Background: an optimization exercise with open tools, aiming at small area. Do not read the settings as production practice.
RTL that was checked went through simulation tests only; none was proved equivalent to the original.
Power figures rest on the tool's default switching activity, not on a simulated workload.

==> inputs of trial 3 <==
## flc_fine
module flc_fine (
    input  wire               clk,
    input  wire               rst,         
    input  wire               med_en,      
    input  wire [6:0]         r1,          
    input  wire [5:0]         r2,          
    input  wire [6:0]         ntap,        
    input  wire               coef_we,
    input  wire [5:0]         coef_addr,
    input  wire [23:0]        coef_data,   
    input  wire               bit_en,
    input  wire               bit_in,
    output reg                out_valid,
    output reg signed [26:0]  out_data
);
export LEC_CHECK = 0
export CAP_MARGIN = 20
export CORE_MARGIN = 2
export CORE_UTILIZATION = 40
export CTS_BUF_LIST = sky130_fd_sc_hd__clkbuf_16
export CTS_CLUSTER_DIAMETER = 100
export CTS_CLUSTER_SIZE = 30
export PLACE_DENSITY = 0.6
export SLEW_MARGIN = 20
create_clock -name core_clock -period 13.0 [get_ports {clk}]
run.sh (not shown) runs the stock make flow with config.mk's settings and CLKGATE_MAP_FILE= SYNTH_SCRIPT=/design/flow/synth_recipe.tcl, a recipe that flattens the netlist after the stock synthesis.
==> inputs of build 25, as changes to trial 3 <==
==> flow/config.mk (replaced) <==
export PLATFORM = sky130hd
export DESIGN_NAME = flc_fine
export DESIGN_NICKNAME = flc_fine
export VERILOG_FILES = /design/flow/design.v
export SDC_FILE = /design/flow/constraint.sdc
export NUM_CORES = 4
export LEC_CHECK = 0
export CAP_MARGIN = 20
export CORE_MARGIN = 2
export CORE_UTILIZATION = 40
export CTS_BUF_LIST = sky130_fd_sc_hd__clkbuf_8
export CTS_CLUSTER_DIAMETER = 60
export CTS_CLUSTER_SIZE = 16
export PLACE_DENSITY = 0.6
export SLEW_MARGIN = 20
==> inputs of build 98, as changes to trial 3 <==
--- a/flow/design.v
+++ b/flow/design.v
@@ -167,28 +167,32 @@
     wire [18:0] port_a = aold ? ((ta == 5'd31) ? m_data : ar[31])
                           : (lapa_on ? ae : ar[31]);
     wire [18:0] port_b = aold ? (lapb_on ? ((lapb == 5'd1) ? buf_b : br[29])
                                        : (bpre ? br[29] : br[30]))
                             : ((lapb_on || bpre) ? br[30] : br[31]);
     wire [23:0] pc = aold ? cr[30] : ~cr[31];
     wire [18:0] anext = aold ? ((ta == 5'd30) ? m_data : ar[30])
                              : ((lapa_on && ta != 5'd31) ? ar[31] : ar[30]);
-    wire [4:0] j     = aold ? ta + 5'd2 : ta + 5'd1;
-    wire [6:0] j7    = {2'b00, j};
-    wire       jin   = j7 < hh;
-    wire       av    = jin && (j != 5'd0) && ((j7 - 7'd1) < cnt);
-    wire       bv    = jin && ((ntap - 7'd1 - j7) != j7) && ((ntap - 7'd2 - j7) < cnt);
+    reg        av, bv, ueq;
+    wire       aold_n = (ta == 5'd31 && (aold || m_valid)) ? 1'b0 : (m_valid || aold);
+    wire [4:0] jn     = aold_n ? ta + 5'd3 : ta + 5'd2;
+    wire [6:0] jn7    = {2'b00, jn};
+    always @(posedge clk) begin
+        av  <= (jn7 < hh) && (jn != 5'd0) && ((jn7 - 7'd1) < cnt);
+        bv  <= (jn7 < hh) && ((ntap - 7'd1 - jn7) != jn7) && ((ntap - 7'd2 - jn7) < cnt);
+        ueq <= ((ntap - 7'd2 - jn7) == lo);
+    end
     wire       dup   = pass && !aold && pdup && (ta == 5'd0);
     wire       vis   = pass && !dup;
     wire        hi    = fin2 || (!fin1 && vc[5]);
     wire [23:0] cw    = (fin1 || fin2) ? c0 : pc;
     wire signed [12:0] ch = hi ? {cw[23], cw[23:12]} : {1'b0, cw[11:0]};
     wire signed [19:0] xav = (fin1 || fin2) ? {m_data, p} : ((vis && av) ? {port_a, p} : 20'sd0);
-    wire       usen  = ((ntap - 7'd2 - j7) == lo) && (bpre || lapb_on);
+    wire       usen  = ueq && (bpre || lapb_on);
     wire signed [19:0] xbv = (vis && bv && !fin1 && !fin2) ? {usen ? anext : port_b, p} : 20'sd0;
     wire signed [20:0] ps = xav + xbv;
     wire signed [33:0] prod = ps * ch;
     wire signed [49:0] addend = hi ? {{4{prod[33]}}, prod, 12'd0} : {{16{prod[33]}}, prod};
     wire        first = pst;
     wire signed [49:0] acc_n = (first ? 50'sd0 : acc) + addend;
     wire [4:0] wk = ta + 5'd1 - coef_addr[4:0];
     wire       cwe = coef_we && !coef_addr[5];
==> flow/config.mk (replaced) <==
export PLATFORM = sky130hd
export DESIGN_NAME = flc_fine
export DESIGN_NICKNAME = flc_fine
export VERILOG_FILES = /design/flow/design.v
export SDC_FILE = /design/flow/constraint.sdc
export NUM_CORES = 4
export LEC_CHECK = 0
export CAP_MARGIN = 20
export CORE_MARGIN = 2
export CORE_UTILIZATION = 40
export PLACE_DENSITY = 0.6
export SLEW_MARGIN = 20
==> inputs of trial 82, as changes to trial 3 <==
--- a/flow/design.v
+++ b/flow/design.v
@@ -164,17 +164,17 @@
     wire       lapb_on = (lapb != 5'd0);
     wire       hit   = (r2c == r2 - 6'd1);
     wire [5:0] r2c_n = hit ? 6'd0 : r2c + 6'd1;
     wire [18:0] port_a = aold ? ((ta == 5'd31) ? m_data : ar[31])
                           : (lapa_on ? ae : ar[31]);
     wire [18:0] port_b = aold ? (lapb_on ? ((lapb == 5'd1) ? buf_b : br[29])
                                        : (bpre ? br[29] : br[30]))
                             : ((lapb_on || bpre) ? br[30] : br[31]);
-    wire [23:0] pc = aold ? cr[30] : ~cr[31];
+    wire [23:0] pc = aold ? cr[30] : cr[31];
     wire [18:0] anext = aold ? ((ta == 5'd30) ? m_data : ar[30])
                              : ((lapa_on && ta != 5'd31) ? ar[31] : ar[30]);
     wire [4:0] j     = aold ? ta + 5'd2 : ta + 5'd1;
     wire [6:0] j7    = {2'b00, j};
     wire       jin   = j7 < hh;
     wire       av    = jin && (j != 5'd0) && ((j7 - 7'd1) < cnt);
     wire       bv    = jin && ((ntap - 7'd1 - j7) != j7) && ((ntap - 7'd2 - j7) < cnt);
     wire       dup   = pass && !aold && pdup && (ta == 5'd0);
@@ -189,19 +189,19 @@
     wire signed [33:0] prod = ps * ch;
     wire signed [49:0] addend = hi ? {{4{prod[33]}}, prod, 12'd0} : {{16{prod[33]}}, prod};
     wire        first = pst;
     wire signed [49:0] acc_n = (first ? 50'sd0 : acc) + addend;
     wire [4:0] wk = ta + 5'd1 - coef_addr[4:0];
     wire       cwe = coef_we && !coef_addr[5];
     integer k;
     always @(posedge clk) begin
-        cr[0] <= (cwe && wk == 5'd0) ? coef_data : ~cr[31];
+        cr[0] <= (cwe && wk == 5'd0) ? coef_data : cr[31];
         for (k = 1; k < 32; k = k + 1)
-            cr[k] <= (cwe && wk == k) ? ((k % 2 == 1) ? ~coef_data : coef_data) : ~cr[k-1];
+            cr[k] <= (cwe && wk == k) ? coef_data : cr[k-1];
         if (coef_we && coef_addr == 6'd0)
             c0 <= coef_data;
     end
     always @(posedge clk) begin
         ar[0] <= lapa_on ? ae : ar[31];
         for (k = 1; k < 32; k = k + 1)
             ar[k] <= ar[k-1];
         ae <= (ta == 5'd31 && (aold || m_valid)) ? m_data : ar[31];
==> flow/config.mk (replaced) <==
export PLATFORM = sky130hd
export DESIGN_NAME = flc_fine
export DESIGN_NICKNAME = flc_fine
export VERILOG_FILES = /design/flow/design.v
export SDC_FILE = /design/flow/constraint.sdc
export NUM_CORES = 4
export LEC_CHECK = 0
export CAP_MARGIN = 20
export CORE_MARGIN = 2
export CORE_UTILIZATION = 40
export PLACE_DENSITY = 0.6
export SLEW_MARGIN = 20
==> comparison <==
Trial 3 completed, yet does not pass: negative setup slack. Build 25 completed, yet does not pass: negative setup slack. Build 98 passed the timing, design-rule and antenna checks. Trial 82 completed and failed the layout checks on negative setup slack. In area after synthesis, trial 3 and build 25 do not differ. Of build 98 and trial 82, trial 82 has the higher count of clock-buffer cells in the layout (gap 1). Core utilization: trial 82 is higher than build 25 (2.6 points). The lowest sequential share of layout area belongs to trial 82, the highest to trial 3. Sequential power is about the same in trial 3 and build 25. The lowest setup slack belongs to trial 3, the highest to build 98. The highest critical path depth belongs to build 25, the lowest to build 98. Maximum frequency, lowest first: trial 3, build 25, trial 82, build 98. Against trial 82, the routed wire length of build 98 is lower by about 2.8%.
==> figures <==
quantity	build 98	trial 82	build 25	trial 3
Outcome	timing/DRC/antenna clean	finished with violations	finished with violations	finished with violations
Reasons for failing layout checks	-	negative setup slack	negative setup slack	negative setup slack
Count of state elements after synthesis	2,421	2,418	2,418	2,418
Worst reg-to-reg setup slack	0.80 ns	0.06 ns	0.12 ns	0.06 ns
Net switching power	3.69 mW	3.53 mW	3.12 mW	3.01 mW
Layout cell share with drive strength beyond 1	0.127	0.287	0.165	0.148
Switching fraction of total power	0.227	0.216	0.236	0.229
Cell Pwr Density	174 nW/um2	166 nW/um2	143 nW/um2	143 nW/um2
Synth Area in Compound Gates	0.0685	0.0473	0.0737	0.0737
Sequential share of cell area	0.526	0.498	0.532	0.535
Count of placed standard cells including taps	9,518	9,395	9,868	9,868
Worst min-delay path endpoint	ar[23][9]	ar[4][15]	br[7][5]	br[24][15]
Combined area of all synthesized cells	80,000 um2	81,200 um2	80,300 um2	80,300 um2
Number of global-route vias before repair	47.5k	47.5k	47.1k	46.4k
Transition time of the tightest slew-check pin	1.20 ns	1.01 ns	1.04 ns	1.07 ns
Hpwl dp	112 mm	115 mm	115 mm	115 mm
Initial Util	0.401	0.402	0.402	0.402
Capture point of the critical path	acc[34]	acc[29]	acc[49]	acc[48]
Clk sinks	2,421	2,418	2,418	2,418
Final cell area excluding filler cells	93,600 um2	98,700 um2	92,300 um2	91,800 um2
Unrepaired setup endpoints after global routing	-	yes	yes	yes
The RTL of trial 3, build 25 and trial 82 was laid out without a check of its function.

[what the ideal ports hide]
The results above use ideal ports. As a check the final layouts listed here were re-extracted and re-timed, cells and wires unchanged.
Step 1 (the two cells are an assumption about what drives the block):
set clk [get_ports {clk}]
set_driving_cell -lib_cell sky130_fd_sc_hd__clkbuf_16 $clk
set_driving_cell -lib_cell sky130_fd_sc_hd__buf_2 [delete_from_list [all_inputs] $clk]
Step 2 also shifts input and output timing later by t, the mid clock arrival at the registers, as if the neighbouring blocks saw the same clock.
Three values: ideal, step 1, step 2; two values: the first two.
run	t, ns	slack for setup (ns)	cell pins on the clock port's net
trial 3	0.843	-0.753 / -0.710 / -1.553	1
build 25	1.014	-0.500 / -0.489 / -1.502	1
build 98	0.929	0.605 / 0.656 / -0.273	1
trial 82	0.919	-0.431 / -0.417 / -1.336	1
Met with ideal ports but missed after step 2: setup timing in build 98. The setup slack of build 25, which loses most, moves by +0.011 ns with the drivers and by -1.002 ns with both steps.
